From an optimization exercise on the open Yosys and OpenROAD flow, aimed at small area and a short achievable clock period; shortcuts taken in it are not production practice. Only simulation tests tie the RTL to the original design; equivalence was not proved. Power and IR drop assume default switching activity.

$ cat constraint.sdc
create_clock -name core_clock -period 32.0 [get_ports {clk}]
set_input_delay 6.4000 -clock core_clock [delete_from_list [all_inputs] [get_ports {clk}]]
set_output_delay 6.4000 -clock core_clock [all_outputs]
set_load 0.01 [all_outputs]
$ cat config.mk
export PLATFORM = sky130hd
export DESIGN_NAME = convout4
export DESIGN_NICKNAME = convout4
export VERILOG_FILES = /design/flow/design.v
export SDC_FILE = /design/flow/constraint.sdc
export NUM_CORES = 8
export LEC_CHECK = 0
export ABC_AREA = 1
export CAP_MARGIN = 20
export CORE_MARGIN = 2
export CORE_UTILIZATION = 55
export PLACE_DENSITY = 0.75
export SETUP_SLACK_MARGIN = 1.5
export SLEW_MARGIN = 20
export SYNTH_MEMORY_MAX_BITS = 16384
$ cat flow/abc.script
strash
dch
amap
topo
stime -c
buffer -c
upsize -c
dnsize -c
$ cat flow/run.sh
#!/bin/bash
# The standard layout (standard.sh) with two changes to how it is made:
#  - synthesis is the standard one (synth_recipe.tcl, ORFS synth.tcl) except
#    that ABC maps the logic with flow/abc.script, an area-oriented script
#    (registers, their names and cells are untouched: ABC sees only the
#    combinational logic);
#  - the timing repair aims at a shorter cycle (larger setup margin), repairs
#    only the worst few percent of endpoints, may change a cell's footprint,
#    and the ports are buffered with buf_2 instead of the default delay buffer;
#  - clock tree: sink clusters of up to 24 within 80 um, clkbuf_8/16, no dummy
#    loads;
#  - after CTS, flow/post_cts.tcl gives each output port's buffer and the
#    register driving it the largest drive of their own cell type.
# The clock, its period and the constraints are the design's. make's full
# output goes to make_finish.log here; ORFS keeps each step's log in orfs/logs.
set -euo pipefail
W=$PWD
export MY_ABC_SCRIPT=$W/flow/abc.script
sed 's#source \$::env(SCRIPTS_DIR)/synth_preamble.tcl#&\nset abc_args [lreplace $abc_args 1 1 $::env(MY_ABC_SCRIPT)]#' \
  "$FLOW_HOME/scripts/synth.tcl" > $W/synth_mod.tcl
grep -q MY_ABC_SCRIPT $W/synth_mod.tcl
sed "s#source \$::env(SCRIPTS_DIR)/synth.tcl#source $W/synth_mod.tcl#" $W/synth_recipe.tcl > $W/synth_recipe_mod.tcl
grep -q synth_mod.tcl $W/synth_recipe_mod.tcl
bash standard.sh SYNTH_SCRIPT=$W/synth_recipe_mod.tcl SETUP_SLACK_MARGIN=${MARGIN:-24.45} TNS_END_PERCENT=5 \
  MATCH_CELL_FOOTPRINT=0 "BUFFER_PORTS_ARGS=-buffer_cell sky130_fd_sc_hd__buf_2" "CTS_ARGS=-sink_clustering_enable -repair_clock_nets -sink_clustering_size 24 -sink_clustering_max_diameter 80 -dont_use_dummy_load -buf_list {sky130_fd_sc_hd__clkbuf_8 sky130_fd_sc_hd__clkbuf_16}" finish > make_finish.log 2>&1
$ cat standard.sh
#!/bin/bash
# synth_recipe.tcl (not shown) runs the flow's synth.tcl, then flattens the netlist and writes it again
# the make line also repeats each setting of config.mk as NAME=value (left out here)
make -C /OpenROAD-flow-scripts/flow DESIGN_CONFIG=/design/flow/config.mk WORK_HOME=/design/flow/orfs CLKGATE_MAP_FILE= SYNTH_SCRIPT=/design/flow/synth_recipe.tcl "${@:-finish}"
$ cat design.v
module convout_lane_a (
    input  wire [31:0] x,          
    input  wire        f32, bf16, fp16, e4m3, e5m2,    
    input  wire        is_int,     
    input  wire [2:0]  rnd,        
    input  wire        internal,   
    input  wire [15:0] u,          
    output wire [31:0] a,          
    output reg         up,         
    output wire        s,          
    output wire        nan,        
    output wire        infbig      
);
    assign s = x[31];
    wire [7:0]  fe     = x[30:23];
    wire [22:0] fm     = x[22:0];
    wire        hid    = |fe;
    wire        fe_ff  = &fe;
    assign nan         = !internal && fe_ff && (|fm);
    wire        isinf  = !internal && fe_ff && !(|fm);
    wire [7:0]  fe1    = {fe[7:1], fe[0] | !hid};         
    wire [31:0] oc = {1'b0, x[30:0]};
    reg  [31:0] pand;
    integer k, l;
    always @(*) begin
        pand = oc;
        for (l = 0; l < 5; l = l + 1)
            for (k = 0; k < 32; k = k + 1)
                if (k[l])
                    pand[k] = pand[k] & pand[((k >> (l + 1)) << (l + 1)) + (1 << l) - 1];
    end
    wire [31:0] imag = oc ^ ({32{s}} & {pand[30:0], 1'b1});
    wire        pw = s && !(|(oc[31:1] & ~oc[30:0]));
    reg  [5:0]  lzo;                                             
    reg  [15:0] z1; reg [7:0] z2; reg [3:0] z3; reg [1:0] z4;    
    reg  [15:0] c1; reg [15:0] c2; reg [11:0] c3; reg [7:0] c4;  
    always @(*) begin
        for (k = 0; k < 16; k = k + 1) begin
            z1[k] = !(oc[2*k+1] | oc[2*k]);
            c1[k] = !oc[2*k+1];
        end
        for (k = 0; k < 8; k = k + 1) begin
            z2[k] = z1[2*k+1] & z1[2*k];
            c2[2*k +: 2] = z1[2*k+1] ? {1'b1, c1[2*k]} : {1'b0, c1[2*k+1]};
        end
        for (k = 0; k < 4; k = k + 1) begin
            z3[k] = z2[2*k+1] & z2[2*k];
            c3[3*k +: 3] = z2[2*k+1] ? {1'b1, c2[4*k +: 2]} : {1'b0, c2[4*k+2 +: 2]};
        end
        for (k = 0; k < 2; k = k + 1) begin
            z4[k] = z3[2*k+1] & z3[2*k];
            c4[4*k +: 4] = z3[2*k+1] ? {1'b1, c3[6*k +: 3]} : {1'b0, c3[6*k+3 +: 3]};
        end
        lzo = (z4[1] & z4[0]) ? 6'd32 : z4[1] ? {2'b01, c4[3:0]} : {2'b00, c4[7:4]};
    end
    wire izero = !(|x);
    wire [31:0] src  = internal ? imag : {hid, fm, 8'd0};
    wire        narrow = fp16 | e4m3 | e5m2;
    wire [6:0]  cm   = f32 ? 7'd31 : bf16 ? 7'd47 : fp16 ? 7'd44 : e4m3 ? 7'd51 : 7'd52;
    wire [7:0]  cf   = fp16 ? 8'd157 : e4m3 ? 8'd172 : 8'd165;
    wire        fsub = narrow && fe1 <= (e4m3 ? 8'd120 : 8'd112);     
    wire        big  = fe1 > 8'd158;
    wire        use_fe = !internal && (is_int || fsub);
    wire        use_lz = internal && !is_int;
    wire [7:0]  tc   = use_fe ? (is_int ? 8'd182 : cf + 8'd1) :
                       use_lz ? {1'b0, cm} + {7'd0, pw} + 8'd1 :
                       internal ? 8'd23 : {1'b0, cm};
    wire [7:0]  tv   = use_fe ? ~fe1 : use_lz ? ~{2'd0, lzo} : 8'd0;
    wire [7:0]  tsum = tc + tv;
    wire        t71  = !internal && (is_int ? fe1 < 8'd111
                                            : fsub && fe1 <= (fp16 ? 8'd86 : e4m3 ? 8'd101 : 8'd94));
    wire [6:0]  t    = t71 ? 7'd71 : tsum[6:0];
    wire [7:0]  bp   = internal ? ~{2'd0, lzo} : fe;
    wire [7:0]  bq   = internal ? ((f32 | bf16) ? 8'd159 : e4m3 ? 8'd39 : 8'd47) + {7'd0, pw}
                                : (e4m3 ? 8'd136 : narrow ? 8'd144 : 8'd0);
    wire [7:0]  bsum = bp + bq;
    wire        bzero = internal ? izero : fsub;
    wire [7:0]  be   = bzero ? 8'd0 : bsum;
    wire [70:0] v0 = {src, 39'd0};
    wire [70:0] v1 = t[0] ? (v0 >> 1)  : v0;
    wire [70:0] v2 = t[1] ? (v1 >> 2)  : v1;
    wire [70:0] v3 = t[2] ? (v2 >> 4)  : v2;
    wire [70:0] v4 = t[3] ? (v3 >> 8)  : v3;
    wire [70:0] v5 = t[4] ? (v4 >> 16) : v4;
    wire [70:0] v6 = t[5] ? (v5 >> 32) : v5;
    wire [70:0] vs = t[6] ? (v6 >> 64) : v6;
    wire [31:0] rq  = vs[47:16];
    wire [15:0] d   = vs[15:0];
    wire half  = d[15];
    wire stk = (t[0] & v0[0]) | (t[1] & (|v1[1:0])) | (t[2] & (|v2[3:0])) | (t[3] & (|v3[7:0])) |
               (t[4] & (|v4[15:0])) | (t[5] & (|v5[31:0])) | (t[6] & (|v6[63:0]));
    wire rest  = stk | (|d[14:0]);                      
    reg [15:0] gg, pp; integer q, w;
    reg c5;
    always @(*) begin
        gg = d & u; pp = d | u;
        for (w = 0; w < 4; w = w + 1)
            for (q = 0; q < 16; q = q + 1)
                if (q[w]) begin
                    gg[q] = gg[q] | (pp[q] & gg[((q >> (w + 1)) << (w + 1)) + (1 << w) - 1]);
                    pp[q] = pp[q] & pp[((q >> (w + 1)) << (w + 1)) + (1 << w) - 1];
                end
        c5 = gg[15];
    end
    always @(*) begin
        case (rnd)
            3'd0: up = half & (rest | rq[0]);
            3'd1: up = half;
            3'd3: up = (half | rest) & ~s;
            3'd4: up = (half | rest) & s;
            3'd5: up = c5;
            default: up = 1'b0;
        endcase
    end
    wire [31:0] keep = is_int ? 32'hFFFF_FFFF : f32 ? 32'h007F_FFFF : bf16 ? 32'h7F :
                       fp16 ? 32'h3FF : e4m3 ? 32'h7 : 32'h3;
    wire [31:0] bsh  = ({32{f32}}  & {1'b0, be, 23'd0}) | ({32{bf16}} & {17'd0, be, 7'd0}) |
                       ({32{fp16}} & {14'd0, be, 10'd0}) | ({32{e4m3}} & {21'd0, be, 3'd0}) |
                       ({32{e5m2}} & {22'd0, be, 2'd0});
    assign a      = (rq & keep) | bsh;
    assign infbig = isinf || (!internal && is_int && big);
endmodule
module convout_lane_b (
    input  wire [31:0] a,
    input  wire        up, s, nan, infbig,
    input  wire        f32, bf16, fp16, e4m3, e5m2,    
    input  wire        i32, i16, i8, u8, i4, u4,       
    input  wire        internal,
    input  wire        sat,
    input  wire        rz,         
    input  wire        rp,         
    input  wire        rm,         
    output reg  [31:0] y,          
    output reg         f_sat,
    output reg         f_nan,
    output reg         f_inf
);
    wire        is_int = i32 | i16 | i8 | u8 | i4 | u4;
    wire        inv = is_int & s;
    wire [33:0] ai  = {2'd0, a} ^ {34{inv}};
    reg  [33:0] c;
    reg         blk;
    integer k;
    always @(*) begin
        blk = up ^ inv;
        for (k = 0; k < 34; k = k + 1) begin
            if (k % 9 == 0)
                c[k] = blk;
            else
                c[k] = c[k-1] & ai[k-1];
            if (k % 9 == 8)
                blk = blk & (&ai[k-8 +: 9]);
        end
    end
    wire [33:0] r   = ai ^ c[33:0];
    wire [31:0] ym  = r[31:0];
    wire ovf = f32  ? (&ym[30:23]) :
               bf16 ? (&ym[14:7]) :
               fp16 ? ((|ym[17:15]) | (&ym[14:10])) :
               e4m3 ? ((|ym[10:7]) | (&ym[6:0])) :
                      ((|ym[9:7]) | (&ym[6:2]));
    wire [31:0] sgnp  = f32 ? 32'h8000_0000 : (bf16 | fp16) ? 32'h8000 : 32'h80;   
    wire [31:0] canon = f32 ? 32'h7FC0_0000 : bf16 ? 32'h7FC0 : fp16 ? 32'h7E00 : e4m3 ? 32'h7F : 32'h7E;
    wire [31:0] maxb  = f32 ? 32'h7F7F_FFFF : bf16 ? 32'h7F7F : fp16 ? 32'h7BFF : e4m3 ? 32'h7E : 32'h7B;
    wire [31:0] infb  = f32 ? 32'h7F80_0000 : bf16 ? 32'h7F80 : fp16 ? 32'h7C00 : 32'h7C;
    wire        satc  = sat || rz || (rp && s) || (rm && !s);
    wire ovi = i32 ? (r[33:31] != 3'b000 && r[33:31] != 3'b111) :
               i16 ? (r[33:15] != 19'd0 && r[33:15] != {19{1'b1}}) :
               i8  ? (r[33:7]  != 27'd0 && r[33:7]  != {27{1'b1}}) :
               u8  ? (r[33:8]  != 26'd0) :
               i4  ? (r[33:3]  != 31'd0 && r[33:3]  != {31{1'b1}}) :
                     (r[33:4]  != 30'd0);
    wire [31:0] imask = i32 ? 32'hFFFF_FFFF : i16 ? 32'hFFFF : (i8 | u8) ? 32'hFF : 32'hF;
    wire [31:0] ilo = i32 ? 32'h8000_0000 : i16 ? 32'h8000 : i8 ? 32'h80 : i4 ? 32'h8 : 32'h0;
    wire [31:0] ihi = i32 ? 32'h7FFF_FFFF : i16 ? 32'h7FFF : i8 ? 32'h7F : u8 ? 32'hFF : i4 ? 32'h7 : 32'hF;
    wire [31:0] cp = is_int ? ilo : infb;
    wire [31:0] cq = is_int ? ihi : maxb;
    wire [31:0] cm = is_int ? imask : 32'hFFFF_FFFF;
    wire        fspec = infbig || ovf;
    wire        iclamp = infbig || ((!internal || sat) && ovi);
    wire        fmax  = e4m3 ? sat : (!infbig && satc);
    reg         kn, kp, kq, kr, ks;
    always @(*) begin
        f_sat = 1'b0; f_nan = 1'b0; f_inf = 1'b0;
        kn = 1'b0; kp = 1'b0; kq = 1'b0; kr = 1'b0; ks = 1'b0;
        if (is_int) begin
            if (nan)          f_sat = 1'b1;
            else if (iclamp) begin f_sat = 1'b1; kp = s; kq = !s; end
            else              kn = 1'b1;
        end else begin
            if (nan) begin
                kr = 1'b1; f_nan = 1'b1;
            end else if (fspec) begin
                if (fmax) begin
                    kq = 1'b1; ks = s; f_sat = 1'b1;
                end else if (e4m3) begin
                    kr = 1'b1; f_sat = 1'b1; f_nan = 1'b1;
                end else begin
                    kp = 1'b1; ks = s; f_inf = 1'b1;
                end
            end else begin
                kn = 1'b1; ks = s;
            end
        end
    end
    always @(*)
        y = ({32{kn}} & r[31:0] & cm) | ({32{kp}} & cp) | ({32{kq}} & cq) |
            ({32{kr}} & canon) | ({32{ks}} & sgnp);
endmodule
module convout4 (
    input  wire         clk,
    input  wire         rst,           
    input  wire         in_valid,
    input  wire [7:0]   in_fmt,
    input  wire [2:0]   in_round,
    input  wire         in_sat,
    input  wire         in_internal,
    input  wire [127:0] in_x,          
    input  wire         seed_load,
    input  wire [31:0]  seed,
    output reg          out_valid,
    output reg  [127:0] out_y,
    output reg  [3:0]   out_sat,
    output reg  [3:0]   out_nan,
    output reg  [3:0]   out_inf,
    output reg  [31:0]  lfsr_state
);
    localparam LANES = 4;
    wire [31:0] g = lfsr_state;
    wire [123:0] p;
    wire [15:0] g16, g32, g48;
    wire [31:0] g64;
    assign p[0] = g[1] ^ g[12];
    assign p[1] = g[0] ^ g[11];
    assign p[2] = g[2] ^ g[5];
    assign p[3] = g[21] ^ g[27];
    assign p[4] = g[16] ^ g[22];
    assign p[5] = g[3] ^ g[6];
    assign p[6] = g[18] ^ g[24];
    assign p[7] = g[23] ^ g[29];
    assign p[8] = g[7] ^ g[13];
    assign p[9] = g[19] ^ g[25];
    assign p[10] = g[8] ^ g[14];
    assign p[11] = g[4] ^ g[10];
    assign p[12] = g[9] ^ g[15];
    assign p[13] = g[20] ^ g[26];
    assign p[14] = g[17] ^ g[28];
    assign p[15] = g[30] ^ p[6];
    assign p[16] = g[31] ^ p[9];
    assign p[17] = p[1] ^ p[7];
    assign p[18] = p[8] ^ p[11];
    assign p[19] = p[2] ^ p[4];
    assign p[20] = p[5] ^ p[12];
    assign p[21] = p[3] ^ p[15];
    assign p[22] = p[10] ^ p[13];
    assign p[23] = p[0] ^ p[18];
    assign p[24] = p[14] ^ p[16];
    assign p[25] = p[0] ^ p[20];
    assign p[26] = p[1] ^ p[10];
    assign p[27] = p[17] ^ p[22];
    assign p[28] = g[24] ^ g[30];
    assign p[29] = g[5] ^ p[4];
    assign p[30] = g[28] ^ p[16];
    assign p[31] = g[10] ^ p[3];
    assign p[32] = g[4] ^ g[7];
    assign p[33] = g[9] ^ p[5];
    assign p[34] = g[12] ^ p[20];
    assign p[35] = g[6] ^ p[8];
    assign p[36] = g[2] ^ p[23];
    assign p[37] = g[17] ^ p[2];
    assign p[38] = g[14] ^ p[13];
    assign p[39] = g[3] ^ p[19];
    assign p[40] = g[8] ^ g[15];
    assign p[41] = g[4] ^ g[13];
    assign p[42] = g[0] ^ g[21];
    assign p[43] = p[14] ^ p[19];
    assign p[44] = g[17] ^ p[11];
    assign p[45] = g[11] ^ p[24];
    assign p[46] = p[6] ^ p[7];
    assign p[47] = p[14] ^ p[25];
    assign p[48] = g[10] ^ g[13];
    assign p[49] = p[7] ^ p[21];
    assign p[50] = g[8] ^ p[13];
    assign p[51] = g[9] ^ p[28];
    assign p[52] = g[25] ^ g[31];
    assign p[53] = p[17] ^ p[21];
    assign p[54] = g[23] ^ p[15];
    assign p[55] = p[23] ^ p[29];
    assign p[56] = g[0] ^ g[5];
    assign p[57] = g[29] ^ p[21];
    assign p[58] = p[8] ^ p[22];
    assign p[59] = g[1] ^ p[18];
    assign p[60] = g[30] ^ p[12];
    assign p[61] = p[3] ^ p[4];
    assign p[62] = g[7] ^ p[27];
    assign p[63] = p[0] ^ p[27];
    assign p[64] = g[15] ^ p[5];
    assign p[65] = p[19] ^ p[40];
    assign p[66] = g[5] ^ g[16];
    assign p[67] = g[18] ^ p[1];
    assign p[68] = g[19] ^ p[33];
    assign p[69] = g[22] ^ g[28];
    assign p[70] = p[10] ^ p[39];
    assign p[71] = g[17] ^ g[20];
    assign p[72] = g[6] ^ g[9];
    assign p[73] = g[16] ^ p[23];
    assign p[74] = p[26] ^ p[37];
    assign p[75] = g[0] ^ g[1];
    assign p[76] = g[16] ^ g[26];
    assign p[77] = p[0] ^ p[3];
    assign p[78] = g[14] ^ p[42];
    assign p[79] = p[11] ^ p[51];
    assign p[80] = p[34] ^ p[44];
    assign p[81] = g[27] ^ p[45];
    assign p[82] = g[4] ^ p[2];
    assign p[83] = g[12] ^ p[35];
    assign p[84] = p[22] ^ p[45];
    assign p[85] = p[9] ^ p[57];
    assign p[86] = p[31] ^ p[43];
    assign p[87] = p[15] ^ p[24];
    assign p[88] = p[15] ^ p[16];
    assign p[89] = g[2] ^ p[25];
    assign p[90] = p[1] ^ p[21];
    assign p[91] = p[16] ^ p[41];
    assign p[92] = g[14] ^ p[32];
    assign p[93] = g[17] ^ p[66];
    assign p[94] = g[7] ^ p[16];
    assign p[95] = g[9] ^ p[50];
    assign p[96] = g[22] ^ p[14];
    assign p[97] = p[12] ^ p[36];
    assign p[98] = g[21] ^ p[17];
    assign p[99] = p[28] ^ p[30];
    assign p[100] = g[2] ^ g[11];
    assign p[101] = g[14] ^ p[7];
    assign p[102] = p[100] ^ p[101];
    assign p[103] = g[3] ^ g[12];
    assign p[104] = g[1] ^ g[8];
    assign p[105] = p[6] ^ p[13];
    assign p[106] = g[11] ^ p[9];
    assign p[107] = g[1] ^ g[24];
    assign p[108] = g[2] ^ g[3];
    assign p[109] = g[0] ^ p[2];
    assign p[110] = g[8] ^ p[33];
    assign p[111] = p[2] ^ p[73];
    assign p[112] = g[16] ^ p[74];
    assign p[113] = g[13] ^ g[20];
    assign p[114] = g[23] ^ p[0];
    assign p[115] = p[19] ^ p[26];
    assign p[116] = p[114] ^ p[115];
    assign p[117] = g[21] ^ p[6];
    assign p[118] = g[31] ^ p[46];
    assign p[119] = g[2] ^ p[47];
    assign p[120] = g[18] ^ g[22];
    assign p[121] = g[19] ^ p[49];
    assign p[122] = g[6] ^ p[55];
    assign p[123] = p[24] ^ p[35];
    assign g64[0] = p[41] ^ p[76] ^ p[52] ^ p[77] ^ p[51];
    assign g64[1] = p[0] ^ p[78] ^ p[43] ^ p[79];
    assign g64[2] = g[26] ^ p[19] ^ p[53] ^ p[80];
    assign g64[3] = p[5] ^ p[54] ^ p[55] ^ p[81];
    assign g64[4] = p[46] ^ p[82] ^ p[83] ^ p[84];
    assign g64[5] = p[56] ^ p[34] ^ p[58] ^ p[85];
    assign g64[6] = g[6] ^ p[22] ^ p[60] ^ p[61] ^ p[30] ^ p[59];
    assign g64[7] = g[31] ^ p[12] ^ p[62] ^ p[86];
    assign g64[8] = g[8] ^ g[10] ^ p[4] ^ p[47] ^ p[53];
    assign g64[9] = g[9] ^ p[4] ^ p[17] ^ p[36] ^ p[87];
    assign g64[10] = g[3] ^ p[48] ^ p[37] ^ p[88] ^ p[63];
    assign g64[11] = p[38] ^ p[91] ^ p[89] ^ p[90];
    assign g64[12] = g[15] ^ p[3] ^ p[38] ^ p[23] ^ p[30] ^ p[39];
    assign g64[13] = p[3] ^ p[41] ^ p[64] ^ p[27] ^ p[43];
    assign g64[14] = p[29] ^ p[92] ^ p[47] ^ p[49];
    assign g64[15] = g[6] ^ p[7] ^ p[18] ^ p[65] ^ p[87];
    assign g64[16] = p[33] ^ p[93] ^ p[88] ^ p[62];
    assign g64[17] = g[6] ^ p[0] ^ p[12] ^ p[44] ^ p[50] ^ p[21] ^ p[94];
    assign g64[18] = p[8] ^ p[19] ^ p[31] ^ p[67] ^ p[30] ^ p[95];
    assign g64[19] = p[96] ^ p[31] ^ p[68] ^ p[63];
    assign g64[20] = g[20] ^ p[69] ^ p[53] ^ p[97];
    assign g64[21] = p[0] ^ p[48] ^ p[98] ^ p[99] ^ p[70];
    assign g64[22] = p[71] ^ p[64] ^ p[61] ^ p[102];
    assign g64[23] = g[15] ^ p[32] ^ p[103] ^ p[42] ^ p[4] ^ p[14] ^ p[54];
    assign g64[24] = g[17] ^ p[104] ^ p[46] ^ p[29] ^ p[91];
    assign g64[25] = p[72] ^ p[9] ^ p[37] ^ p[38] ^ p[54];
    assign g64[26] = p[105] ^ p[64] ^ p[31] ^ p[94];
    assign g64[27] = g[28] ^ p[32] ^ p[106] ^ p[50] ^ p[61];
    assign g64[28] = g[12] ^ p[56] ^ p[3] ^ p[7] ^ p[96] ^ p[95];
    assign g64[29] = g[1] ^ p[48] ^ p[69] ^ p[72] ^ p[49];
    assign g64[30] = g[7] ^ g[10] ^ g[22] ^ p[102] ^ p[99];
    assign g64[31] = p[103] ^ p[40] ^ p[52] ^ p[13] ^ p[28] ^ p[17];
    assign g16[0] = g[0] ^ p[20] ^ p[73];
    assign g16[1] = p[34] ^ p[74];
    assign g16[2] = g[18];
    assign g16[3] = g[19];
    assign g16[4] = g[20];
    assign g16[5] = g[21];
    assign g16[6] = g[0] ^ g[22];
    assign g16[7] = g[23] ^ p[75];
    assign g16[8] = g[2] ^ p[107];
    assign g16[9] = g[0] ^ g[25] ^ p[108];
    assign g16[10] = g[3] ^ g[4] ^ g[26] ^ p[75];
    assign g16[11] = g[1] ^ g[27] ^ p[82];
    assign g16[12] = g[28] ^ p[5] ^ p[109];
    assign g16[13] = g[29] ^ p[32] ^ p[5] ^ p[75];
    assign g16[14] = g[30] ^ p[32] ^ p[2] ^ p[104];
    assign g16[15] = g[31] ^ p[109] ^ p[110];
    assign g32[0] = g[1] ^ p[8] ^ p[17] ^ p[29] ^ p[38] ^ p[24];
    assign g32[1] = g[11] ^ p[21] ^ p[30] ^ p[65] ^ p[83];
    assign g32[2] = g[5] ^ p[0] ^ p[1] ^ p[110];
    assign g32[3] = p[72] ^ p[36];
    assign g32[4] = g[3] ^ g[10] ^ p[2] ^ p[8] ^ p[26];
    assign g32[5] = g[4] ^ p[26] ^ p[25];
    assign g32[6] = p[12] ^ p[111];
    assign g32[7] = p[5] ^ p[48] ^ p[112];
    assign g32[8] = g[17] ^ p[67] ^ p[92] ^ p[25];
    assign g32[9] = g[18] ^ g[19] ^ p[40] ^ p[111];
    assign g32[10] = p[113] ^ p[68] ^ p[112];
    assign g32[11] = g[7] ^ g[18] ^ g[20] ^ p[44] ^ p[78] ^ p[25];
    assign g32[12] = g[19] ^ g[21] ^ p[67] ^ p[59] ^ p[65];
    assign g32[13] = p[71] ^ p[68] ^ p[116];
    assign g32[14] = g[23] ^ p[71] ^ p[117] ^ p[20] ^ p[36];
    assign g32[15] = p[106] ^ p[117] ^ p[18] ^ p[70];
    assign g48[0] = p[10] ^ p[60] ^ p[17] ^ p[93] ^ p[31];
    assign g48[1] = g[6] ^ p[56] ^ p[69] ^ p[10] ^ p[77] ^ p[118];
    assign g48[2] = p[107] ^ p[9] ^ p[26] ^ p[35] ^ p[86];
    assign g48[3] = g[25] ^ p[120] ^ p[62] ^ p[119];
    assign g48[4] = g[3] ^ g[8] ^ p[76] ^ p[97] ^ p[121];
    assign g48[5] = p[113] ^ p[79] ^ p[70] ^ p[81];
    assign g48[6] = g[5] ^ g[18] ^ p[11] ^ p[14] ^ p[52] ^ p[38] ^ p[98] ^ p[34];
    assign g48[7] = g[15] ^ g[19] ^ g[26] ^ p[1] ^ p[57] ^ p[122];
    assign g48[8] = g[20] ^ g[27] ^ g[30] ^ p[116] ^ p[123];
    assign g48[9] = p[42] ^ p[118] ^ p[58] ^ p[119];
    assign g48[10] = p[108] ^ p[4] ^ p[10] ^ p[12] ^ p[59] ^ p[85];
    assign g48[11] = g[23] ^ p[11] ^ p[60] ^ p[39] ^ p[84];
    assign g48[12] = g[31] ^ p[3] ^ p[66] ^ p[105] ^ p[17] ^ p[80];
    assign g48[13] = p[9] ^ p[14] ^ p[90] ^ p[122];
    assign g48[14] = p[120] ^ p[2] ^ p[123] ^ p[63];
    assign g48[15] = g[0] ^ p[58] ^ p[89] ^ p[121];
    wire draw = in_valid && in_round[2] && in_round[0];    
    always @(posedge clk) begin
        if (rst)
            lfsr_state <= 32'h0000_0001;
        else if (seed_load)
            lfsr_state <= seed;
        else if (draw)
            lfsr_state <= g64;
    end
    reg          v1;
    integer      k;
    reg  [127:0] x1;            
    reg          fi1;           
    reg  [2:0]   fc1;           
    reg  [2:0]   rnd1;
    reg          sat1, int1;
    reg  [63:0]  u1;            
    always @(posedge clk) begin
        v1   <= in_valid && !rst;
        for (k = 0; k < LANES; k = k + 1)
            x1[32*k +: 32] <= in_internal ? {in_x[32*k+31], in_x[32*k +: 31] ^ {31{in_x[32*k+31]}}}
                                          : in_x[32*k +: 32];
        fi1  <= in_fmt[4];
        fc1  <= in_fmt[2:0];
        rnd1 <= in_round;
        sat1 <= in_sat;
        int1 <= in_internal;
        u1   <= {g64[15:0], g48, g32, g16};
    end
    wire a_f32  = !fi1 && fc1 == 3'd1;
    wire a_bf16 = !fi1 && fc1 == 3'd2;
    wire a_fp16 = !fi1 && fc1 == 3'd3;
    wire a_e4m3 = !fi1 && fc1 == 3'd4;
    wire a_e5m2 = !fi1 && fc1 == 3'd5;
    wire [127:0] a;
    wire [3:0]   up, sg, nan, ib;
    genvar l;
    generate
        for (l = 0; l < LANES; l = l + 1) begin : lane_a
            convout_lane_a u_a (
                .x (x1[32*l +: 32]),
                .f32 (a_f32), .bf16 (a_bf16), .fp16 (a_fp16), .e4m3 (a_e4m3), .e5m2 (a_e5m2),
                .is_int (fi1), .rnd (rnd1), .internal (int1), .u (u1[16*l +: 16]),
                .a (a[32*l +: 32]), .up (up[l]), .s (sg[l]), .nan (nan[l]), .infbig (ib[l])
            );
        end
    endgenerate
    reg          v2;
    reg  [127:0] a2;
    reg  [3:0]   up2, sg2, nan2, ib2;
    reg          fi2, sat2, int2, rz2, rp2, rm2;
    reg  [2:0]   fc2;
    always @(posedge clk) begin
        v2   <= v1 && !rst;
        a2   <= a;
        up2  <= up;
        sg2  <= sg;
        nan2 <= nan;
        ib2  <= ib;
        fi2  <= fi1;
        fc2  <= fc1;
        sat2 <= sat1;
        int2 <= int1;
        rz2  <= rnd1 == 3'd2;
        rp2  <= rnd1 == 3'd3;
        rm2  <= rnd1 == 3'd4;
    end
    wire f32  = !fi2 && fc2 == 3'd1;
    wire bf16 = !fi2 && fc2 == 3'd2;
    wire fp16 = !fi2 && fc2 == 3'd3;
    wire e4m3 = !fi2 && fc2 == 3'd4;
    wire e5m2 = !fi2 && fc2 == 3'd5;
    wire i32  =  fi2 && fc2 == 3'd0;
    wire i16  =  fi2 && fc2 == 3'd1;
    wire i8   =  fi2 && fc2 == 3'd2;
    wire u8   =  fi2 && fc2 == 3'd3;
    wire i4   =  fi2 && fc2 == 3'd4;
    wire u4   =  fi2 && fc2 == 3'd5;
    wire [127:0] y;
    wire [3:0]   fs, fn, fi;
    generate
        for (l = 0; l < LANES; l = l + 1) begin : lane_b
            convout_lane_b u_b (
                .a (a2[32*l +: 32]), .up (up2[l]), .s (sg2[l]), .nan (nan2[l]), .infbig (ib2[l]),
                .f32 (f32), .bf16 (bf16), .fp16 (fp16), .e4m3 (e4m3), .e5m2 (e5m2),
                .i32 (i32), .i16 (i16), .i8 (i8), .u8 (u8), .i4 (i4), .u4 (u4),
                .internal (int2), .sat (sat2), .rz (rz2), .rp (rp2), .rm (rm2),
                .y (y[32*l +: 32]), .f_sat (fs[l]), .f_nan (fn[l]), .f_inf (fi[l])
            );
        end
    endgenerate
    always @(posedge clk) begin
        if (rst)
            out_valid <= 1'b0;
        else
            out_valid <= v2;
        out_y   <= y;
        out_sat <= fs;
        out_nan <= fn;
        out_inf <= fi;
    end
endmodule
==> results of run 1 <==
-- synthesized netlist by cell type (114+ instances only) --
cell type,count,share of area (%)
sky130_fd_sc_hd__nor2_1,1187,10
sky130_fd_sc_hd__o22ai_1,580,8.3
sky130_fd_sc_hd__inv_1,565,4.9
sky130_fd_sc_hd__nand2_1,552,4.7
sky130_fd_sc_hd__dfxtp_1,529,24
sky130_fd_sc_hd__a21oi_1,512,5.9
sky130_fd_sc_hd__o21ai_0,479,5.5
sky130_fd_sc_hd__o22a_1,416,8.3
sky130_fd_sc_hd__clkbuf_1,341,2.9
sky130_fd_sc_hd__ha_1,201,5.8
sky130_fd_sc_hd__nor3_1,115,1.3
sky130_fd_sc_hd__o32ai_1,114,2.3
-- flip-flops by register name, indices dropped and copies added (netlist names), 3 cells and up --
signal,cells
fc1,3
sg2,4
out_nan,4
up2,4
out_sat,4
x1,128
ib2,4
out_inf,4
u1,64
lfsr_state,32
rnd1,3
nan2,4
a2,128
out_y,128
fc2,3
-- worst max path at each step --
| stage | from | endpoint | slack [ps] | depth (start not counted) |
|---|---|---|---|---|
| after global placement | fc1[0]$_DFF_P_ | up2[1]$_DFF_P_ | 21770 | 37 |
| after CTS | lfsr_state[31]$_SDFFE_PP0P_ | lfsr_state[31] | 24340 | 1 |
| after global routing | fc2[2]$_DFF_P_ | out_y[94]$_DFF_P_ | 24280 | 40 |
| after detailed placement | fc1[0]$_DFF_P_ | up2[1]$_DFF_P_ | 21700 | 37 |
| final | lfsr_state[12]$_SDFFE_PP0P_ | lfsr_state[12] | 24320 | 1 |
| after floorplan | seed_load | lfsr_state[21]$_SDFFE_PP0P_ | 24590 | 5 |
-- metrics by stage --
stage                     utilization [%]  total power [W]  setup slack (ps)
after floorplan                         -          0.00211             24590
after global placement               58.5          0.00266             21770
after detailed placement             58.5          0.00267             21700
after CTS                            60.6          0.00314             24340
after global routing                 62.0          0.00343             24280
final                                62.0          0.00328             24320
-- report_power, final --
group / switching (W) / internal, W / total, W
sequential: 0.000110 / 0.000790 / 0.000900
combinational: 0.00129 / 0.000655 / 0.00194
clock: 0.000232 / 0.000204 / 0.000436
-- cell families (layout without fill, tap and decap cells) --
kind of cell | after synthesis | in the layout | share of synthesized area (%)
AOI/OAI and AO/OA | 2465 | 2465 | 36.9
and+or+nand+nor | 2371 | 2373 | 24.0
other | 0 | 6 | 0
DFF | 529 | 529 | 24.2
adders and majority gates | 209 | 209 | 6.12
buffers and inverters | 995 | 1187 | 8.59
xor gates and xnor gates | 8 | 8 | 0.160
-- metal layers --
metal	share of wire (%)	track usage, %
met5	0.025	0
met4	7.4	27.3
met3	11	7.63
met2	45	70.6
met1	37	51.2
-- what timing repair did --
action | CTS | global route
buffers inserted | 27 | 53
resized for setup | 160 | 175
cloned | 17 | 14
setup endpoints to repair | 289 | 181
pin swaps | 8 | 17
-- cell type report --
class	instances	area, um2
sequential	529	10700
antenna	6	15.0
multi-input combinational	5055	30100
fill	7495	29900
timing repair buffer	512	3320
timing repair inverter	22	158
tap	1050	1310
clock buffer	37	926
inverter	616	2450
==> impl_results.md, run 1 <==
- Hold Fails Final Rpt: 0
- Pin count of the biggest net entering global routing: 80
- Placed wire-length estimate: between 100000 and 150000 um
- Critical Path, Cell by Cell: buf_2
- Category of the most critical setup path: reg2out
- Number of enable-type register cells in the synthesized netlist: 0
- Number of max-cap violations: 0
- Sequential share of the synthesized area: around a quarter
- Number of buffers created by CTS: 37
- Reg-to-reg startpoint: fi1$_DFF_P_
- Pwr per Cell Area: approximately 67 nW/um2
- Final setup violating endpoints: 0
- Count of warnings emitted by yosys: 3
- X dimension of the die: between 200 and 300 um
- Reg2reg end: up2[2]$_DFF_P_
- Crit-path slowest cell: sky130_fd_sc_hd__dfxtp_2
- Count of nets after finishing: ~7.2k
- Result of the run: complete, no violations
- Clock Path Buffers: 3
- HP Start: sat1$_DFF_P_
- Routed length per instance: between 20 and 25 um
- Hold-fix buffer count after cts: 0
- Wire length of the first global-routing pass: 273000 um
- Standard-cell rows: roughly 100
- Layout cells sized above 1: about an eighth
- Summed instance area of the synthesized netlist: 43700 um2
- CTS Sinks: 529
- Combined global-route utilization of all metal layers: a little over two fifths
- Starting Density: 55.4%
- Worst-case register-to-register setup slack: ~25000 ps
- Share of synthesized registers carrying an async set or reset: 0%
- Type of destination of the critical path: output pin
- Data required time at the worst endpoint: 25600 ps
- Syn nets: 6963
- CTS tree: built
- Antenna violations before repair: 10
- Area inside the core boundary: about 79000 um2
- Hold Path Depth: 0
- Largest delay share family, worst path: flip-flops
- Tightest slew margin relative to the limit: 16.9%
- Sum of negative setup slack: 0 ps
- Most common library cell in the layout ignoring fill and taps: sky130_fd_sc_hd__nor2_1
- Initial DRC count: 7448
- Critical path buffers and inverters: 1
- PortBufs: around 350
- Area of the die: between 80000 and 90000 um2
- Critical Path Max Stage Delay: about 500 ps
- Achievable frequency: around 130 MHz
- Final critical delay including setup and external delays: between 7000 and 8000 ps
- Post-DRT Antenna Nets: 0
- Primary FF master, synth: sky130_fd_sc_hd__dfxtp_1
- Crit-path max FO: 8
- Hold WC Path Type: reg2reg
- Count of H-tree levels built during CTS: 2
- Number of pins with negative max-slew slack in the final report: 0
- Clock-pin slew of the registers on the worst-case setup and hold paths: ~90 ps
- Peak VDD IR: around 0.000051 V
- Data arrival time of the critical path: around 1300 ps
- Number of vias in the routed layout: 52.8k
- Static power due to leakage: just over 20 nW
- Smallest hold slack: roughly 330 ps
- Cell area reported after detailed placement: 46100 um2
- Critical path launch point type: flip-flop
- Transition at the pin with the smallest max-transition slack: around 1200 ps
- Post-route standard cell area excluding fillers: around 49000 um2
- Post-Syn Area per Cell: 6.64 um2
- Worst clock skew on the final layout: 67.8 ps
- Commonest non-fill, non-tap cells in the layout: sky130_fd_sc_hd__nor2_1, sky130_fd_sc_hd__o22ai_1, sky130_fd_sc_hd__nand2_1
- Chip Height: roughly 290 um
- Number of instances in the placed design: ~7.7k
- Synthesized instance count: between 6k and 7k
- Number of unique standard cell types used by synthesis: 82
- Worst reg2reg path depth: 34
- Final RePlAce weighted congestion: between 1 and 1.5
- Synthesis-stage register bit count: between 500 and 600
- Number of standard cells in the layout, taps in and fillers out: 7827
- Routed vias/inst: roughly 6.8
- Number of global-route vias before repair: 47.5k
- Sum of routed wire length over all layers: about 190000 um
- Total grt overflow: 0
- Clock latency on the worst-skew pair: approximately 640 ps
- Area growth from synthesis to layout: 12.0%
- Detailed-routing iteration count for the pre-antenna-repair pass: 7
- Root Buffer: sky130_fd_sc_hd__clkbuf_16
- Worst Hold Endpoint: sat2$_DFF_P_
- Part of the cycle the worst path needs: ~24%
- Final routed DRC violation total: 0
- Setup repair after global routing missed its margin: true
- Number of primary I/O pins: 350
==> run 2, diff against run 1 <==
--- a/config.mk
+++ b/config.mk
@@ -6,10 +6,9 @@
 export NUM_CORES = 8
 export LEC_CHECK = 0
 export ABC_AREA = 1
-export CAP_MARGIN = 20
+export CAP_MARGIN = 10
 export CORE_MARGIN = 2
 export CORE_UTILIZATION = 55
-export PLACE_DENSITY = 0.75
 export SETUP_SLACK_MARGIN = 1.5
-export SLEW_MARGIN = 20
+export SLEW_MARGIN = 10
 export SYNTH_MEMORY_MAX_BITS = 16384
==> impl_results.md, run 2 <==
- Result of the run: complete, no violations
- Number of unique standard cell types used by synthesis: 82 (unchanged)
- Number of pins with negative max-slew slack in the final report: 0 (unchanged)
- Placed wire-length estimate: 144000 um (+0.56%)
- Power share of the combinational group: 59.6% (+0.4 points)
- Clock Path Buffers: 3 (unchanged)
- Sum of routed wire length over all layers: 188000 um (+0.79%)
- Clock-pin slew of the registers on the worst-case setup and hold paths: 70 ps (-20 ps)
- Category of the most critical setup path: reg2out
- Number of enable-type register cells in the synthesized netlist: 0 (unchanged)
- Layout cells sized above 1: 12.3% (-0.71 points)
- Number of instances in the placed design: 7672 (-0.013%)
- Data arrival time of the critical path: 1370 ps (+90 ps)
- Root Buffer: sky130_fd_sc_hd__clkbuf_16
- Switching Fraction: 50.0% (+0.31 points)
- Data required time at the worst endpoint: 25600 ps (about the same)
- Share of power burned in the clock network: 12.7% (-0.6 points)
- Standard-cell rows: 103 (unchanged)
- Commonest non-fill, non-tap cells in the layout: sky130_fd_sc_hd__nor2_1, sky130_fd_sc_hd__o22ai_1, sky130_fd_sc_hd__nand2_1
- Critical path buffers and inverters: 1 (unchanged)
- Post-Syn Area per Cell: 6.64 um2 (unchanged)
- Routed length per instance: 24.1 um (+1.2%)
- Worst clock skew on the final layout: 85.6 ps (+17.8 ps)
- CTS tree: built
- Final RePlAce weighted congestion: 1.06 (-3.0%)
- Area of the die: 81700 um2 (unchanged)
- Tightest slew margin relative to the limit: 18.9% (+2.0 points)
- Transition at the pin with the smallest max-transition slack: 1200 ps (-31.9 ps)
- Initial DRC count: 7190 (-3.5%)
- Count of H-tree levels built during CTS: 2 (unchanged)
- Clock latency on the worst-skew pair: 620 ps (-20 ps)
- Synthesized instance count: 6577 (unchanged)
- Number of standard cells in the layout, taps in and fillers out: 7792 (-0.45%)
- Static power due to leakage: 19.9 nW (-1.2%)
- Most area-hungry cell type in the Yosys netlist: sky130_fd_sc_hd__dfxtp_1
- Chip Height: 286 um (unchanged)
- Peak VDD IR: 0.0000516 V (+1.0%)
- Syn nets: 6963 (unchanged)
- Type of destination of the critical path: output pin
- Count of warnings emitted by yosys: 3 (unchanged)
- Least setup slack across all paths after layout: 24230 ps (-92.2 ps)
- Number of buffers created by CTS: 34 (-8.1%)
- Crit-path max FO: 11 (+3)
- Number of vias in the routed layout: 53.1k (+0.50%)
- Summed instance area of the synthesized netlist: 43700 um2 (unchanged)
- Area inside the core boundary: 78900 um2 (unchanged)
- Pre-CTS WS: 21930 ps (+231 ps)
- Sequential share of the synthesized area: 24.2% (unchanged)
- Area share of the leading cell type in the synthesized netlist: 24.2% (unchanged)
- Detailed-routing iteration count for the pre-antenna-repair pass: 9 (+2)
- Most common library cell in the layout ignoring fill and taps: sky130_fd_sc_hd__nor2_1
- Number of max-cap violations: 0 (unchanged)
- Largest registers: a2 (128), out_y (128), x1 (128)
- Share of synthesized registers carrying an async set or reset: 0% (unchanged)
- Total grt overflow: 0 (unchanged)
- Largest delay share family, worst path: flip-flops
- Most frequent cells after synthesis: sky130_fd_sc_hd__nor2_1, sky130_fd_sc_hd__o22ai_1, sky130_fd_sc_hd__inv_1, sky130_fd_sc_hd__nand2_1, sky130_fd_sc_hd__dfxtp_1
- Sw Pwr: 0.00162 W (-0.39%)
- Pin count of the biggest net entering global routing: 85 (+6.3%)
- Final routed DRC violation total: 0 (unchanged)
- Number of primary I/O pins: 350 (unchanged)
- Hold Fails Final Rpt: 0 (unchanged)
- Final critical delay including setup and external delays: 7770 ps (+92.2 ps)
- Setup repair after global routing missed its margin: true
- Pwr per Cell Area: 66.9 nW/um2 (about the same)
- X dimension of the die: 286 um (unchanged)
- CTS Sinks: 529 (unchanged)
- PortBufs: 345 (unchanged)
- Share of the core filled with cells: 61.5% (-0.59 points)
- Primary FF master, synth: sky130_fd_sc_hd__dfxtp_1
- Count of nets after finishing: 7127 (-0.45%)
- Total power draw: 0.00324 W (-1.0%)
- Routed vias/inst: 6.82 (+0.95%)
- Critical path launch point type: flip-flop
- Area growth from synthesis to layout: 11.0%
- Synthesis-stage register bit count: 529 (unchanged)
- Hold-fix buffer count after cts: 0 (unchanged)
- Part of the cycle the worst path needs: 24.3% (+0.29 points)
- Crit-path slowest cell: sky130_fd_sc_hd__dfxtp_2
- Library cell with the highest instance count after synthesis: sky130_fd_sc_hd__nor2_1
- Antenna violations before repair: 10 (unchanged)
- Wire length of the first global-routing pass: 276000 um (+1.1%)
- Dominant cells by area after synthesis: sky130_fd_sc_hd__dfxtp_1, sky130_fd_sc_hd__nor2_1, sky130_fd_sc_hd__o22a_1, sky130_fd_sc_hd__o22ai_1, sky130_fd_sc_hd__a21oi_1
- Starting Density: 55.4% (unchanged)
- Critical Path, Cell by Cell: buf_2
- Achievable frequency: 129 MHz (-1.2%)
- Sequential Power Share: 27.7% (+0.2 points)
- Sum of negative setup slack: 0 ps (unchanged)
- Post-DRT Antenna Nets: 0 (unchanged)
- Critical Path Max Stage Delay: 560 ps (+60 ps)
- Number of global-route vias before repair: 48.0k (+1.1%)
- Int Power: 0.00162 W (-1.6%)
- Hold WC Path Type: reg2reg
- Final setup violating endpoints: 0 (unchanged)
- Combined global-route utilization of all metal layers: 43.1% (+0.41 points)
==> run 2: stage by stage <==
step | area [um2] | hold slack [ps]
floorplan | 43700 | 310
global placement | 46100 | 310
detailed placement | 46100 | 315
CTS | 47700 | 329
global route | 48500 | 332
finish | 48500 | 326
==> run 2: routing by layer <==
layer | global-route usage, % | part of all wire [%] | vias to the layer above
met5 | 0 | 0.027 | -
met4 | 27.0 | 7.4 | 8
met3 | 8.98 | 11 | 868
met2 | 71.5 | 45 | 3498
met1 | 50.9 | 37 | 24300
li1 | - | - | 24400
==> run 2: worst paths after layout <==
kind / from / to / slack, ps / cells after the start
worst max-delay path: lfsr_state[17]$_SDFFE_PP0P_ / lfsr_state[17] / 24230 / 1
worst min-delay path: sat1$_DFF_P_ / sat2$_DFF_P_ / 330 / 0
worst max register to register: fc2[2]$_DFF_P_ / out_y[71]$_DFF_P_ / 24470 / 42
worst min register to register: sat1$_DFF_P_ / sat2$_DFF_P_ / 330 / 0
==> run 2: area by class of cell <==
cell class	instances	area [um2]
flip-flops and latches	529	10600
fillers	7491	30400
diodes	3	7.51
multi-input cells	5056	30100
repair inverters	23	160
inverters	616	2440
well taps	1050	1310
clock buffers	34	851
repair buffers	481	3030
==> run 2: kinds of logic after synthesis <==
| logic type | count (synthesis) | share of synthesized area, % |
|---|---|---|
| XOR/XNOR | 8 | 0.160 |
| adder cells (fa/ha/maj) | 209 | 6.12 |
| buffers and inverters | 995 | 8.59 |
| AND/OR/NAND/NOR | 2371 | 24.0 |
| flip-flops | 529 | 24.2 |
| AO/OA/AOI/OAI | 2465 | 36.9 |
==> run 2: worst register-to-register path, delay by kind of cell (launching register included) <==
| family | cells | cell delay, ps |
|---|---|---|
| compound gates | 12 | 1840 |
| fa+ha+maj | 7 | 1120 |
| flops | 1 | 420 |
| buf+inv | 7 | 880 |
| simple gates | 16 | 3280 |
==> run 2: power by group through the flow <==
stage | Combinational (W) | Clock, W | Sequential [W]
2_1_floorplan | 0.00123 | 0 | 0.000874
3_3_place_gp | 0.00176 | 0 | 0.000901
3_5_place_dp | 0.00177 | 0 | 0.000904
4_1_cts | 0.00182 | 0.000415 | 0.000890
5_1_grt | 0.00206 | 0.000437 | 0.000905
6_report | 0.00193 | 0.000412 | 0.000899
==> run 2: what timing repair did <==
item                                    4_1_cts  5_1_grt
endpoints found under the setup margin      312      184
cloned                                       23        7
buffers inserted                             29       24
resized for setup                           135      160
pin swaps                                    11       14
==> run 3, diff against run 2 <==
--- a/flow/run.sh
+++ b/flow/run.sh
@@ -21,5 +21,5 @@
 grep -q MY_ABC_SCRIPT $W/synth_mod.tcl
 sed "s#source \$::env(SCRIPTS_DIR)/synth.tcl#source $W/synth_mod.tcl#" $W/synth_recipe.tcl > $W/synth_recipe_mod.tcl
 grep -q synth_mod.tcl $W/synth_recipe_mod.tcl
-bash standard.sh SYNTH_SCRIPT=$W/synth_recipe_mod.tcl SETUP_SLACK_MARGIN=${MARGIN:-24.45} TNS_END_PERCENT=5 \
+bash standard.sh SYNTH_SCRIPT=$W/synth_recipe_mod.tcl SETUP_SLACK_MARGIN=${MARGIN:-24.6} TNS_END_PERCENT=5 \
   MATCH_CELL_FOOTPRINT=0 "BUFFER_PORTS_ARGS=-buffer_cell sky130_fd_sc_hd__buf_2" "CTS_ARGS=-sink_clustering_enable -repair_clock_nets -sink_clustering_size 24 -sink_clustering_max_diameter 80 -dont_use_dummy_load -buf_list {sky130_fd_sc_hd__clkbuf_8 sky130_fd_sc_hd__clkbuf_16}" finish > make_finish.log 2>&1
--- a/config.mk
+++ b/config.mk
@@ -6,9 +6,9 @@
 export NUM_CORES = 8
 export LEC_CHECK = 0
 export ABC_AREA = 1
-export CAP_MARGIN = 10
+export CAP_MARGIN = 20
 export CORE_MARGIN = 2
 export CORE_UTILIZATION = 55
 export SETUP_SLACK_MARGIN = 1.5
-export SLEW_MARGIN = 10
+export SLEW_MARGIN = 20
 export SYNTH_MEMORY_MAX_BITS = 16384
==> impl_results.md, run 3 <==
- Largest delay share family, worst path: flip-flops
- Count of H-tree levels built during CTS: 2 (unchanged)
- Hold WC Path Type: reg2reg
- Met1 track demand over resource: 49.8% (-1.1 points)
- Number of pins with negative max-slew slack in the final report: 0 (unchanged)
- Number of instances in the placed design: 7673 (+0.013%)
- Critical path buffers and inverters: 1 (unchanged)
- Setup repair after global routing missed its margin: true
- Area growth from synthesis to layout: 13.3%
- Crit-path slowest cell: sky130_fd_sc_hd__dfxtp_1
- Share of synthesized registers carrying an async set or reset: 0% (unchanged)
- Critical Path Max Stage Delay: 400 ps (-160 ps)
- Int Power: 0.00165 W (+1.4%)
- Most common library cell in the layout ignoring fill and taps: sky130_fd_sc_hd__nor2_1
- Tightest slew margin relative to the limit: 12.7% (-6.2 points)
- CTS tree: built
- Initial DRC count: 7329 (+1.9%)
- Multi-input logic area: 30200 um2 (+0.65%)
- Met2 track utilization from global routing: 71.4% (-0.15 points)
- Post-DRT Antenna Nets: 0 (unchanged)
- Final critical delay including setup and external delays: 7540 ps (-233 ps)
- Number of primary I/O pins: 350 (unchanged)
- Primary FF master, synth: sky130_fd_sc_hd__dfxtp_1
- Critical path launch point type: flip-flop
- Summed instance area of the synthesized netlist: 43700 um2 (unchanged)
- Static power due to leakage: 20.4 nW (+2.4%)
- Power share of the combinational group: 60.0% (+0.4 points)
- Count of nets after finishing: 7206 (+1.1%)
- Number of global-route vias before repair: 47.8k (-0.49%)
- Number of buffers created by CTS: 35 (+2.9%)
- Data required time at the worst endpoint: 25600 ps (about the same)
- Root Buffer: sky130_fd_sc_hd__clkbuf_16
- Switching Fraction: 49.6% (-0.38 points)
- CTS Sinks: 529 (unchanged)
- Most area-hungry cell type in the Yosys netlist: sky130_fd_sc_hd__dfxtp_1
- Total grt overflow: 0 (unchanged)
- Reg-to-reg startpoint: fc2[2]$_DFF_P_
- Commonest non-fill, non-tap cells in the layout: sky130_fd_sc_hd__nor2_1, sky130_fd_sc_hd__o22ai_1, sky130_fd_sc_hd__nand2_1
- Data arrival time of the critical path: 1140 ps (-230 ps)
- Wire length of the first global-routing pass: 271000 um (-1.6%)
- Final RePlAce weighted congestion: 1.10 (+3.4%)
- Sw Pwr: 0.00162 W (-0.10%)
- Total area of sequential cells: 10700 um2 (+0.82%)
- Met3 track demand over resource in global routing: 7.60% (-1.4 points)
- Number of unique standard cell types used by synthesis: 82 (unchanged)
- Number of standard cells in the layout, taps in and fillers out: 7870 (+1.0%)
- Number of enable-type register cells in the synthesized netlist: 0 (unchanged)
- Final setup violating endpoints: 0 (unchanged)
- Area of the die: 81700 um2 (unchanged)
- Detailed-routing iteration count for the pre-antenna-repair pass: 19 (+10)
- Category of the most critical setup path: reg2out
- Sum of routed wire length over all layers: 185000 um (-1.4%)
- Result of the run: complete, no violations
- Syn nets: 6963 (unchanged)
- Clock latency on the worst-skew pair: 600 ps (-20 ps)
- Final routed DRC violation total: 0 (unchanged)
- Depth of the critical timing path with buffers and inverters included: 1 (unchanged)
- Number of vias in the routed layout: 53.0k (-0.15%)
- Share of power burned in the clock network: 12.7% (about the same)
- X dimension of the die: 286 um (unchanged)
- Crit-path max FO: 2 (-9)
- Sequential Power Share: 27.3% (-0.4 points)
- Routed length per instance: 23.5 um (-2.4%)
- Combined global-route utilization of all metal layers: 42.2% (-0.94 points)
- Sequential share of the synthesized area: 24.2% (unchanged)
- Synthesized instance count: 6577 (unchanged)
- Peak VDD IR: 0.0000475 V (-7.9%)
- Post-Syn Area per Cell: 6.64 um2 (unchanged)
- Antenna violations before repair: 6 (-4)
- Type of destination of the critical path: output pin
- Hold Path Depth: 0 (unchanged)
- Dominant cells by area after synthesis: sky130_fd_sc_hd__dfxtp_1, sky130_fd_sc_hd__nor2_1, sky130_fd_sc_hd__o22a_1, sky130_fd_sc_hd__o22ai_1, sky130_fd_sc_hd__a21oi_1
- Routed vias/inst: 6.74 (-1.1%)
- Achievable frequency: 133 MHz (+3.1%)
- Synthesis-stage register bit count: 529 (unchanged)
- Count of warnings emitted by yosys: 3 (unchanged)
- Hold Fails Final Rpt: 0 (unchanged)
- Number of max-cap violations: 0 (unchanged)
- Worst Setup SP: lfsr_state[12]$_SDFFE_PP0P_
- Standard-cell rows: 103 (unchanged)
- Chip Height: 286 um (unchanged)
- Critical Path, Cell by Cell: buf_2
- Clock-pin slew of the registers on the worst-case setup and hold paths: 90 ps (+20 ps)
- Sum of negative setup slack: 0 ps (unchanged)
- Part of the cycle the worst path needs: 23.6% (-0.73 points)
- Area share of the leading cell type in the synthesized netlist: 24.2% (unchanged)
- Pin count of the biggest net entering global routing: 81 (-4.7%)
- Most frequent cells after synthesis: sky130_fd_sc_hd__nor2_1, sky130_fd_sc_hd__o22ai_1, sky130_fd_sc_hd__inv_1, sky130_fd_sc_hd__nand2_1, sky130_fd_sc_hd__dfxtp_1
- Worst clock skew on the final layout: 83.3 ps (-2.33 ps)
- Starting Density: 55.4% (unchanged)
- HP Start: sat1$_DFF_P_
- Worst reg2reg path depth: 47 (+12%)
- Clock Path Buffers: 3 (unchanged)
- Largest registers: a2 (128), out_y (128), x1 (128)
- Transition at the pin with the smallest max-transition slack: 1300 ps (+95.4 ps)
- Fill cell instance count of the final layout: 7335 (-2.1%)
- PortBufs: 345 (unchanged)
- Area inside the core boundary: 78900 um2 (unchanged)
- Pwr per Cell Area: 66.0 nW/um2 (-1.4%)
- Layout cells sized above 1: 14.0% (+1.6 points)
- Worst-case register-to-register setup slack: 24640 ps (+170 ps)
- Library cell with the highest instance count after synthesis: sky130_fd_sc_hd__nor2_1
- Placed wire-length estimate: 141000 um (-1.7%)
- Most congested layer reported by global routing: met2
-- run 3: cell counts after synthesis --
No cell type changed its count.
-- run 3: worst paths after layout --
check / to
max: lfsr_state[12]
min: sat2$_DFF_P_
max reg2reg: out_y[70]$_DFF_P_
min reg2reg: sat2$_DFF_P_
-- run 3: final cells by class --
cell class,instances,share of cell area [%]
Multi-Input combinational cell,5056,61.1
Timing Repair Buffer,559,7.49
Antenna cell,2,0.0101
Timing Repair inverter,23,0.334
Sequential cell,529,21.6
Inverter,616,4.96
Clock buffer,35,1.77
Tap cell,1050,2.66
-- run 3: power groups by stage --
stage	clock (W)	combinational [W]	sequential (W)
6_report	0.000415	0.00196	0.000893
5_1_grt	0.000442	0.00208	0.000901
4_1_cts	0.000419	0.00181	0.000889
3_5_place_dp	0	0.00176	0.000907
3_3_place_gp	0	0.00175	0.000905
2_1_floorplan	0	0.00123	0.000874
-- run 3: logic make-up (layout without fill, tap and decap cells) --
group / after synthesis / in the layout / share of synthesized area (%)
simple gates: 2371 / 2373 / 24.0
other cells: 0 / 2 / 0
flops: 529 / 529 / 24.2
fa+ha+maj: 209 / 209 / 6.12
compound gates: 2465 / 2466 / 36.9
xor+xnor: 8 / 8 / 0.160
buf+inv: 995 / 1233 / 8.59
-- run 3: per-layer routing --
| layer | part of all wire (%) | routed length (um) | vias up |
|---|---|---|---|
| met5 | 0.0070 | 13 | - |
| met2 | 46 | 84800 | 3557 |
| li1 | - | - | 24600 |
| met4 | 7.1 | 13100 | 2 |
| met1 | 36 | 67100 | 24000 |
| met3 | 11 | 20000 | 855 |
-- run 3: metrics by stage --
stage	util, %	hold WS, ps	total power (W)	area [um2]	setup slack, ps
2_1_floorplan	-	310	0.00211	43700	24590
3_3_place_gp	58.5	313	0.00266	46100	21950
3_5_place_dp	58.5	328	0.00267	46100	21860
4_1_cts	60.8	335	0.00312	48000	24420
5_1_grt	62.7	334	0.00342	49500	24370
6_report	62.7	338	0.00327	49500	24460
-- run 3: timing repair --
| action | CTS | global route |
|---|---|---|
| setup buffers | 48 | 78 |
| setup endpoints to repair | 454 | 321 |
| pin swaps | 14 | 32 |
| hold buffers | 0 | 0 |
| resized for setup | 190 | 223 |
| cloned | 19 | 15 |
==> run 4, diff against run 3 <==
--- a/flow/run.sh
+++ b/flow/run.sh
@@ -8,9 +8,7 @@
 #    only the worst few percent of endpoints, may change a cell's footprint,
 #    and the ports are buffered with buf_2 instead of the default delay buffer;
 #  - clock tree: sink clusters of up to 24 within 80 um, clkbuf_8/16, no dummy
-#    loads;
-#  - after CTS, flow/post_cts.tcl gives each output port's buffer and the
-#    register driving it the largest drive of their own cell type.
+#    loads.
 # The clock, its period and the constraints are the design's. make's full
 # output goes to make_finish.log here; ORFS keeps each step's log in orfs/logs.
 set -euo pipefail
@@ -21,5 +19,5 @@
 grep -q MY_ABC_SCRIPT $W/synth_mod.tcl
 sed "s#source \$::env(SCRIPTS_DIR)/synth.tcl#source $W/synth_mod.tcl#" $W/synth_recipe.tcl > $W/synth_recipe_mod.tcl
 grep -q synth_mod.tcl $W/synth_recipe_mod.tcl
-bash standard.sh SYNTH_SCRIPT=$W/synth_recipe_mod.tcl SETUP_SLACK_MARGIN=${MARGIN:-24.6} TNS_END_PERCENT=5 \
+bash standard.sh SYNTH_SCRIPT=$W/synth_recipe_mod.tcl SETUP_SLACK_MARGIN=${MARGIN:-24.45} TNS_END_PERCENT=5 \
   MATCH_CELL_FOOTPRINT=0 "BUFFER_PORTS_ARGS=-buffer_cell sky130_fd_sc_hd__buf_2" "CTS_ARGS=-sink_clustering_enable -repair_clock_nets -sink_clustering_size 24 -sink_clustering_max_diameter 80 -dont_use_dummy_load -buf_list {sky130_fd_sc_hd__clkbuf_8 sky130_fd_sc_hd__clkbuf_16}" finish > make_finish.log 2>&1
==> impl_results.md, run 4 <==
- Result of the run: complete, no violations
- Critical path buffers and inverters: 1 (unchanged)
- Layout cells sized above 1: 13.0% (-1.0 points)
- Dominant cells by area after synthesis: sky130_fd_sc_hd__dfxtp_1, sky130_fd_sc_hd__nor2_1, sky130_fd_sc_hd__o22a_1, sky130_fd_sc_hd__o22ai_1, sky130_fd_sc_hd__a21oi_1
- Share of power burned in the clock network: 12.6% (about the same)
- Share of the core filled with cells: 62.0% (-0.77 points)
- Library cell with the highest instance count after synthesis: sky130_fd_sc_hd__nor2_1
- Reg-to-reg startpoint: fi1$_DFF_P_
- Most common library cell in the layout ignoring fill and taps: sky130_fd_sc_hd__nor2_1
- Number of unique standard cell types used by synthesis: 82 (unchanged)
- Number of buffers created by CTS: 34 (-2.9%)
- Number of global-route vias before repair: 48.4k (+1.4%)
- Wire length of the first global-routing pass: 278000 um (+2.3%)
- Most congested layer reported by global routing: met2
- Clock latency on the worst-skew pair: 620 ps (+20 ps)
- Combined global-route utilization of all metal layers: 43.3% (+1.1 points)
- Critical Path, Cell by Cell: buf_2
- Starting Density: 55.4% (unchanged)
- Initial DRC count: 6914 (-5.7%)
- Most area-hungry cell type in the Yosys netlist: sky130_fd_sc_hd__dfxtp_1
- Final routed DRC violation total: 0 (unchanged)
- Largest registers: a2 (128), out_y (128), x1 (128)
- Met1 track demand over resource: 50.9% (+1.1 points)
- Number of vias in the routed layout: 52.9k (-0.18%)
- Root Buffer: sky130_fd_sc_hd__clkbuf_16
- Number of max-cap violations: 0 (unchanged)
- Hold Fails Final Rpt: 0 (unchanged)
- Area growth from synthesis to layout: 11.9%
- Met2 track utilization from global routing: 72.0% (+0.62 points)
- Switching Fraction: 49.8% (+0.17 points)
- Number of pins with negative max-slew slack in the final report: 0 (unchanged)
- Area inside the core boundary: 78900 um2 (unchanged)
- Critical path launch point type: flip-flop
- X dimension of the die: 286 um (unchanged)
- Type of destination of the critical path: output pin
- Count of nets after finishing: 7165 (-0.57%)
- HP Start: sat1$_DFF_P_
- Routed length per instance: 24.0 um (+1.9%)
- Worst Setup SP: lfsr_state[17]$_SDFFE_PP0P_
- Pwr per Cell Area: 66.6 nW/um2 (+0.91%)
- Least setup slack across all paths after layout: 24350 ps (-111 ps)
- Setup repair after global routing missed its margin: true
- CTS tree: built
- Final setup violating endpoints: 0 (unchanged)
- Crit-path max FO: 11 (+9)
- Data required time at the worst endpoint: 25600 ps (about the same)
- Worst clock skew on the final layout: 98.3 ps (+15.0 ps)
- Tightest slew margin relative to the limit: 24.9% (+12 points)
- Antenna violations before repair: 8 (+2)
- Achievable frequency: 131 MHz (-1.4%)
- Synthesized instance count: 6577 (unchanged)
- Synthesis-stage register bit count: 529 (unchanged)
- Area share of the leading cell type in the synthesized netlist: 24.2% (unchanged)
- Static power due to leakage: 20.1 nW (-1.3%)
- Clock Path Buffers: 3 (unchanged)
- Summed instance area of the synthesized netlist: 43700 um2 (unchanged)
- Share of synthesized registers carrying an async set or reset: 0% (unchanged)
- Clock-pin slew of the registers on the worst-case setup and hold paths: 80 ps (about the same)
- Primary FF master, synth: sky130_fd_sc_hd__dfxtp_1
- Power share of the combinational group: 59.8% (-0.2 points)
- Worst-case register-to-register setup slack: 24630 ps (about the same)
- Count of warnings emitted by yosys: 3 (unchanged)
- Hold-fix buffer count after cts: 0 (unchanged)
- Sequential Power Share: 27.6% (+0.3 points)
- Met3 track demand over resource in global routing: 9.19% (+1.6 points)
- PortBufs: 345 (unchanged)
- Sum of routed wire length over all layers: 188000 um (+1.4%)
- Sw Pwr: 0.00162 W (about the same)
- Count of H-tree levels built during CTS: 2 (unchanged)
- Peak VDD IR: 0.0000573 V (+21%)
- Sum of negative setup slack: 0 ps (unchanged)
- Area of the die: 81700 um2 (unchanged)
- Hold WC Path Type: reg2reg
- Data arrival time of the critical path: 1250 ps (+110 ps)
- Critical Path Max Stage Delay: 470 ps (+70 ps)
- Largest delay share family, worst path: flip-flops
- Final RePlAce weighted congestion: 1.06 (-3.3%)
- Syn nets: 6963 (unchanged)
- Crit-path slowest cell: sky130_fd_sc_hd__dfxtp_4
- Final critical delay including setup and external delays: 7650 ps (+111 ps)
- Part of the cycle the worst path needs: 23.9% (+0.35 points)
- Sequential share of the synthesized area: 24.2% (unchanged)
- CTS Sinks: 529 (unchanged)
- Standard-cell rows: 103 (unchanged)
- Routed vias/inst: 6.76 (+0.33%)
- Number of enable-type register cells in the synthesized netlist: 0 (unchanged)
- Number of primary I/O pins: 350 (unchanged)
- Commonest non-fill, non-tap cells in the layout: sky130_fd_sc_hd__nor2_1, sky130_fd_sc_hd__o22ai_1, sky130_fd_sc_hd__nand2_1
- Detailed-routing iteration count for the pre-antenna-repair pass: 9 (-10)
- Transition at the pin with the smallest max-transition slack: 1120 ps (-182 ps)
- Category of the most critical setup path: reg2out
- Int Power: 0.00164 W (-0.68%)
- Post-Syn Area per Cell: 6.64 um2 (unchanged)
- Chip Height: 286 um (unchanged)
- Pre-CTS WS: 21910 ps (+56.0 ps)
- Most frequent cells after synthesis: sky130_fd_sc_hd__nor2_1, sky130_fd_sc_hd__o22ai_1, sky130_fd_sc_hd__inv_1, sky130_fd_sc_hd__nand2_1, sky130_fd_sc_hd__dfxtp_1
- Total grt overflow: 0 (unchanged)
- Placed wire-length estimate: 144000 um (+1.7%)
- Pin count of the biggest net entering global routing: 85 (+4.9%)
- Post-DRT Antenna Nets: 0 (unchanged)
- Smallest hold slack: 330 ps (-7.54 ps)
[run 4: what timing repair did]
action                                  in CTS  in global routing
pin swaps                                   12                 18
setup buffers                               42                 50
resized for setup                          165                187
gates cloned                                20                  8
endpoints found under the hold margin        0                  0
endpoints found under the setup margin     313                187
[run 4: stage by stage]
stage | total power [W] | area, um2 | std cells
after global routing | 0.00342 | 48900 | 7827
after global placement | 0.00266 | 46100 | 7672
final | 0.00326 | 48900 | 7830
after CTS | 0.00312 | 47900 | 7769
after floorplan | 0.00211 | 43700 | 6577
after detailed placement | 0.00268 | 46100 | 7673
[run 4: area by class of cell]
class	instances	area, um2
flip-flops and latches	529	10700
fillers	7398	30000
well taps	1050	1310
clock buffers	34	851
multi-input cells	5056	30100
inverters	616	2440
repair buffers	520	3350
diodes	3	7.51
repair inverters	22	155
[run 4: cells by family after synthesis]
logic type,count (synthesis),share of synthesized area [%]
buffers and inverters,995,8.59
DFF,529,24.2
AOI/OAI and AO/OA,2465,36.9
adders and majority gates,209,6.12
xor gates and xnor gates,8,0.160
and+or+nand+nor,2371,24.0
[run 4: power groups by stage]
stage          logic [W]  registers (W)  clock network [W]
3_3_place_gp     0.00176       0.000901                  0
6_report         0.00195       0.000897           0.000411
4_1_cts          0.00182       0.000890           0.000414
5_1_grt          0.00207       0.000905           0.000436
3_5_place_dp     0.00177       0.000904                  0
2_1_floorplan    0.00123       0.000874                  0
[run 4: final timing paths]
kind / to / cells past startpoint
min reg2reg: sat2$_DFF_P_ / 0
max reg2reg: up2[2]$_DFF_P_ / 32
max: lfsr_state[17] / 1
min: sat2$_DFF_P_ / 0
[run 4: per-layer routing]
metal / part of all wire (%) / routed length, um / vias up
met5: 0.022 / 41 / -
met4: 7.5 / 14000 / 6
met3: 11 / 20800 / 871
met2: 45 / 84500 / 3439
met1: 36 / 68200 / 24100
li1: - / - / 24500

re-timing with driven ports:
In the flow no input, the clock included, has a driving cell. The finished layouts below were timed again as built, in two steps.
Step 1 (the two cells are an assumption about what drives the block):
set clk [get_ports {clk}]
set_driving_cell -lib_cell sky130_fd_sc_hd__clkbuf_16 $clk
set_driving_cell -lib_cell sky130_fd_sc_hd__buf_2 [delete_from_list [all_inputs] $clk]
Step 2 adds t to the input delays and takes it off the output delays; t is the mean of the earliest and latest rising clock arrival at the registers after step 1. Input paths then give back, and output paths get back, about the clock's delay inside the block.
Three values: ideal ports, drivers, drivers and shift; two values: the first two.
| run | t (ns) | setup WS [ns] | clock arrival spread, ns | slew at the worst register clock pin (ns) | worst slew at a driven data input, ns |
|---|---|---|---|---|---|
| run 1 | 0.681 | 24.319 / 24.241 / 23.945 | 0.081 / 0.081 | 0.10 / 0.10 | 0.04 |
| run 2 | 0.654 | 24.226 / 24.152 / 23.838 | 0.088 / 0.088 | 0.10 / 0.10 | 0.04 |
| run 3 | 0.635 | 24.460 / 24.386 / 23.981 | 0.084 / 0.084 | 0.09 / 0.09 | 0.04 |
| run 4 | 0.653 | 24.349 / 24.272 / 23.904 | 0.100 / 0.100 | 0.10 / 0.10 | 0.06 |
After both steps every run listed still meets setup and hold. The setup slack of run 3, which loses most, moves by -0.074 ns with the drivers and by -0.479 ns with both steps.
